From an optimization exercise on the open Yosys and OpenROAD flow, aimed at small area, a short achievable clock period and few clock cycles per item; shortcuts taken in it are not production practice.
At most, simulation tests tie the RTL to the original design; equivalence was not proved.

Setup of red:
## tau_arith
module tau_arith (
    input  wire        clk,
    input  wire        rst,           
    input  wire        in_valid,
    output wire        in_ready,
    input  wire        in_fn,         
    input  wire [63:0] in_a,
    input  wire [63:0] in_b,
    output reg         out_valid,
    output reg  [63:0] out_result,
    output reg         out_range
);
clock: 14.0 ns
lec_check: 0
cap_margin: 20
core_margin: 2
core_utilization: 40
slew_margin: 20
standard.sh (not shown) runs the stock make flow with config.mk's settings and CLKGATE_MAP_FILE= SYNTH_SCRIPT=/design/flow/synth_recipe.tcl, a recipe that flattens the netlist after the stock synthesis.
==> flow/flow/run.sh <==
#!/bin/bash
# The standard layout, with repair_timing asked for more setup slack than the
# clock period needs (so that it sizes the critical paths up), and the port
# buffers made with sky130_fd_sc_hd__buf_2.
set -euo pipefail
bash standard.sh SETUP_SLACK_MARGIN=7 "BUFFER_PORTS_ARGS=-buffer_cell sky130_fd_sc_hd__buf_2" finish > standard_make.log 2>&1
The following lists how blue was set up differently from red:
--- a/flow/design.v
+++ b/flow/design.v
@@ -29,24 +29,24 @@
     reg [20:0] w_r;               
     reg [31:0] w_sec;             
     reg  [8:0] w_lo;              
     reg  [1:0] w_x;               
     reg        w_rng;             
     wire last  = busy & (cnt == 3'd1);
     wire s2_add = s1_v & ~s1_fn & ~s1_rng;
     wire s2_res = s1_v & (s1_fn | s1_rng);
     wire [2:0] cnt_set = s1_m1 ? 3'd1 : s1_m3 ? 3'd3 : 3'd7;
     wire busy_n  = s2_add | (busy & ~last);
     wire last_n  = s2_add ? s1_m1 : (busy & (cnt == 3'd2));
-    wire wres_n  = s2_res & last;
-    assign in_ready = (~busy_n | last_n) & (~wres_n | last_n);
+    wire wres_n  = s2_res;
+    assign in_ready = ~busy_n | last_n;
     wire [20:0] rem  = w_r;
     wire [25:0] rp   = {rem, dq[34:30]};
     wire [32:0] ge;
     genvar gi;
     assign ge[0]  = 1'b1;
     assign ge[32] = 1'b0;
     generate
         for (gi = 1; gi < 32; gi = gi + 1) begin : g_cmp
             assign ge[gi] = (rp >= gi * D5);
         end
     endgenerate
@@ -2477,45 +2477,42 @@
         end else if (s1_m3) begin
             r_init   = {3'b0, u_v[32:15]};
             dq_init  = {u_v[14:0], 20'd0};
         end else begin
             r_init   = u_v[55:35];
             dq_init  = u_v[34:0];
         end
     end
     wire [5:0]  pl    = {1'b0, sec_b[4:0]} + {1'b0, d};
     wire [31:0] sec_v = {pl[5] ? ph1 : ph0, pl[4:0]};
     always @(posedge clk) begin
+        if (last) begin
+            out_result <= {sec_v, 2'b00, r_step, w_lo};
+            out_range  <= 1'b0;
+        end else begin
+            out_result <= {w_sec, w_x, w_r, w_lo};
+            out_range  <= w_rng;
+        end
+    end
+    always @(posedge clk) begin
         if (rst) begin
             busy      <= 1'b0;
             wres      <= 1'b0;
             out_valid <= 1'b0;
         end else begin
             if (busy) begin
                 dq  <= {dq[29:0], d};
                 cnt <= cnt - 3'd1;
                 w_r <= r_step;
             end
-            out_range <= 1'b0;
-            if (last) begin
-                out_valid  <= 1'b1;
-                out_result <= {sec_v, 2'b00, r_step, w_lo};
-            end else if (wres) begin
-                out_valid  <= 1'b1;
-                out_result <= {w_sec, w_x, w_r, w_lo};
-                out_range  <= w_rng;
-            end else begin
-                out_valid  <= s2_res;
-                out_result <= s1_rng ? 64'd0 : sum[63:0];
-                out_range  <= s1_rng;
-            end
+            out_valid <= last | wres;
             busy <= busy_n;
             wres <= wres_n;
             if (s2_add) begin
                 cnt   <= cnt_set;
                 dq    <= dq_init;
                 w_r   <= r_init;
                 w_sec <= sec_k;
                 w_lo  <= sum[8:0];
             end else if (wres_n) begin
                 w_sec <= s1_rng ? 32'd0 : sum[63:32];
                 w_x   <= s1_rng ? 2'd0 : sum[31:30];
==> notes.md <==
- blue: count of non-filler cells in the finished layout is 80 lower than what red reported.
- blue: area taken by multi-input logic gates is 1.0% lower than what red reported.
- Re proportion of synthesized chip area in sequential cells: red and blue aren't equal, and the lower value belongs to blue.
- Of red and blue, the run reporting the higher number of gates resized after cts was red.
- The pre-CTS worst setup slack of blue was superior to that of red.
- Sequential cell count essentially unchanged between red and blue.
- blue vs. red: minimum clock period after layout went up by 18 ps.
- Taking red as the reference, in blue non-clock inverter total of the final layout dropped 4; adder-cell share of the synthesized area higher.
Testbench counts of blue, summed over its fixed seeds: cycles 32,152, items 16,000.
For red, only the layout was checked, not whether the RTL still works.

== run C ==
Another version of the RTL of tau_arith (not shown whole).
Size: roughly 3500 cells after synthesis, about 510 flip-flops, roughly 200 I/O pins.
==> flow/design.v (excerpt) <==
module tau_arith (
    input  wire        clk,
    input  wire        rst,           
    input  wire        in_valid,
    output wire        in_ready,
    input  wire        in_fn,         
    input  wire [63:0] in_a,
    input  wire [63:0] in_b,
    output reg         out_valid,
    output reg  [63:0] out_result,
    output reg         out_range
);
==> flow/config.mk <==
export PLATFORM = sky130hd
export DESIGN_NAME = tau_arith
export DESIGN_NICKNAME = tau_arith
export VERILOG_FILES = /design/flow/design.v
export SDC_FILE = /design/flow/constraint.sdc
export NUM_CORES = 4
export LEC_CHECK = 0
export CAP_MARGIN = 20
export CORE_MARGIN = 2
export CORE_UTILIZATION = 40
export SLEW_MARGIN = 20
==> flow/constraint.sdc <==
create_clock -name core_clock -period 14.0 [get_ports {clk}]
set_input_delay 2.8000 -clock core_clock [delete_from_list [all_inputs] [get_ports {clk}]]
set_output_delay 2.8000 -clock core_clock [all_outputs]
set_load 0.01 [all_outputs]
==> flow/flow/run.sh <==
#!/bin/bash
# The standard layout, with repair_timing asked for more setup slack than the
# clock period needs (so that it sizes the critical paths up), and the port
# buffers made with sky130_fd_sc_hd__buf_2.
set -euo pipefail
bash standard.sh SETUP_SLACK_MARGIN=8 "BUFFER_PORTS_ARGS=-buffer_cell sky130_fd_sc_hd__buf_2" finish > standard_make.log 2>&1
Run C: all stages complete, timing, DRC and antenna checks passed
Testbench counts of run C, summed over its fixed seeds: cycles 32,160, items 16,000.
Inputs modified between run C and run K:
diff --git a/flow/design.v b/flow/design.v
--- a/flow/design.v
+++ b/flow/design.v
@@ -40,15 +40,15 @@
     wire        in_m1   = (&in_b[63:31]) | ~(|in_b[63:31]);    
     wire        in_m3   = (&in_b[63:40]) | ~(|in_b[63:40]);    
     wire last  = busy & (cnt == 3'd1);
     wire s2_add = s2_v & ~s2_fn & ~s2_rng;
     wire s2_res = s2_v & (s2_fn | s2_rng);
     wire [2:0] cnt_set = s2_m1 ? 3'd1 : s2_m3 ? 3'd3 : 3'd7;
     wire busy_n  = s2_add | (busy & ~last);
-    wire wres_n  = s2_res;
+    wire wres_n  = s2_res & last;
     wire [2:0] cnt1  = s2_add ? cnt_set : (cnt - 3'd1);
     wire       last1 = busy_n & (cnt1 == 3'd1);
     wire s1_add = s1_v & ~s1_fn & ~s1_rng;
     wire s1_res = s1_v & (s1_fn | s1_rng);
     reg        rdy;
     assign in_ready = rdy;
     wire [2:0] n_cnt    = s2_add ? cnt_set : busy ? (cnt - 3'd1) : cnt;
@@ -57,20 +57,22 @@
     wire       n_s2_add = ~rst & s1_add;
     wire [2:0] n_set2   = s1_m1 ? 3'd1 : s1_m3 ? 3'd3 : 3'd7;
     wire       n_busy1  = n_s2_add | (n_busy & ~n_last);
     wire [2:0] n_cnt1   = n_s2_add ? n_set2 : (n_cnt - 3'd1);
     wire       n_last1  = n_busy1 & (n_cnt1 == 3'd1);
     wire       n_s1_v   = ~rst & in_valid & rdy;
     wire       n_s1_add = n_s1_v & ~in_fn & ~in_abad;
+    wire       n_s1_res = n_s1_v & (in_fn | in_abad);
     wire [2:0] n_set1   = in_m1 ? 3'd1 : in_m3 ? 3'd3 : 3'd7;
     wire [2:0] n_cnt2   = n_s1_add ? n_set1 : (n_cnt1 - 3'd1);
     wire       n_busy2  = n_s1_add | (n_busy1 & ~n_last1);
     wire       n_last2  = n_busy2 & (n_cnt2 == 3'd1);
+    wire       n_wres2  = n_s1_res & n_last1;
     always @(posedge clk)
-        rdy <= ~n_busy2 | n_last2;
+        rdy <= (~n_busy2 | n_last2) & (~n_wres2 | n_last2);
     wire [20:0] rem  = w_r;
     wire [25:0] rp   = {rem, dq[34:30]};
     wire [32:0] ge;
     genvar gi;
     assign ge[0]  = 1'b1;
     assign ge[32] = 1'b0;
     generate
@@ -2523,31 +2525,34 @@
     end
     wire [5:0]  pl    = {1'b0, sec_b[4:0]} + {1'b0, d};
     wire [31:0] sec_v = {pl[5] ? ph1 : ph0, pl[4:0]};
     always @(posedge clk) begin
         if (last) begin
             out_result <= {sec_v, 2'b00, r_step, w_lo};
             out_range  <= 1'b0;
-        end else begin
+        end else if (wres) begin
             out_result <= {w_sec, w_x, w_r, w_lo};
             out_range  <= w_rng;
+        end else begin
+            out_result <= s2_rng ? 64'd0 : sum[63:0];
+            out_range  <= s2_rng;
         end
     end
     always @(posedge clk) begin
         if (rst) begin
             busy      <= 1'b0;
             wres      <= 1'b0;
             out_valid <= 1'b0;
         end else begin
             if (busy) begin
                 dq  <= {dq[29:0], d};
                 cnt <= cnt - 3'd1;
                 w_r <= r_step;
             end
-            out_valid <= last | wres;
+            out_valid <= last | wres | s2_res;
             busy <= busy_n;
             wres <= wres_n;
             if (s2_add) begin
                 cnt   <= cnt_set;
                 dq    <= dq_init;
                 w_r   <= r_init;
                 w_sec <= sec_k;
Results
Run K reached the end of the flow, and the finished layout is clean on the timing, DRC and antenna checks. The core of run K is less densely filled than that of run C. Count of antenna diodes in the layout: higher on run C. Growth of design area from synthesis to finish was higher in the run labelled run C. Compared with run C, run K shows routed wire length higher by 11000 um. Clock latency of the later-clocked register in the worst-skew pair was higher in run K than in run C.
The RTL of run K was laid out without a check of its function.

## re-timing with driven ports
The results above use ideal ports. As a check the final layouts listed here were re-extracted and re-timed, cells and wires unchanged.
Step 1 (the two cells are an assumption about what drives the block):
set clk [get_ports {clk}]
set_driving_cell -lib_cell sky130_fd_sc_hd__clkbuf_16 $clk
set_driving_cell -lib_cell sky130_fd_sc_hd__buf_2 [delete_from_list [all_inputs] $clk]
Step 2, shift: input delay + t, output delay - t, t = (earliest + latest rising clock arrival at the registers) / 2. This alone moves slack from input paths to output paths.
Three values: ideal, step 1, step 2; two values: the first two.
run | t, ns | setup slack, ns | clock arrival spread, ns
red | 0.649 | 7.185 / 7.185 / 7.185 | 0.035 / 0.035
blue | 0.661 | 7.167 / 7.167 / 7.167 | 0.042 / 0.042
run C | 0.714 | 8.023 / 8.023 / 7.964 | 0.037 / 0.037
run K | 0.712 | 8.032 / 8.032 / 7.998 | 0.080 / 0.079
After both steps every run listed still meets setup and hold. For run C, which loses most, drivers alone change the setup slack by 0.000 ns; drivers and shift together by -0.059 ns.
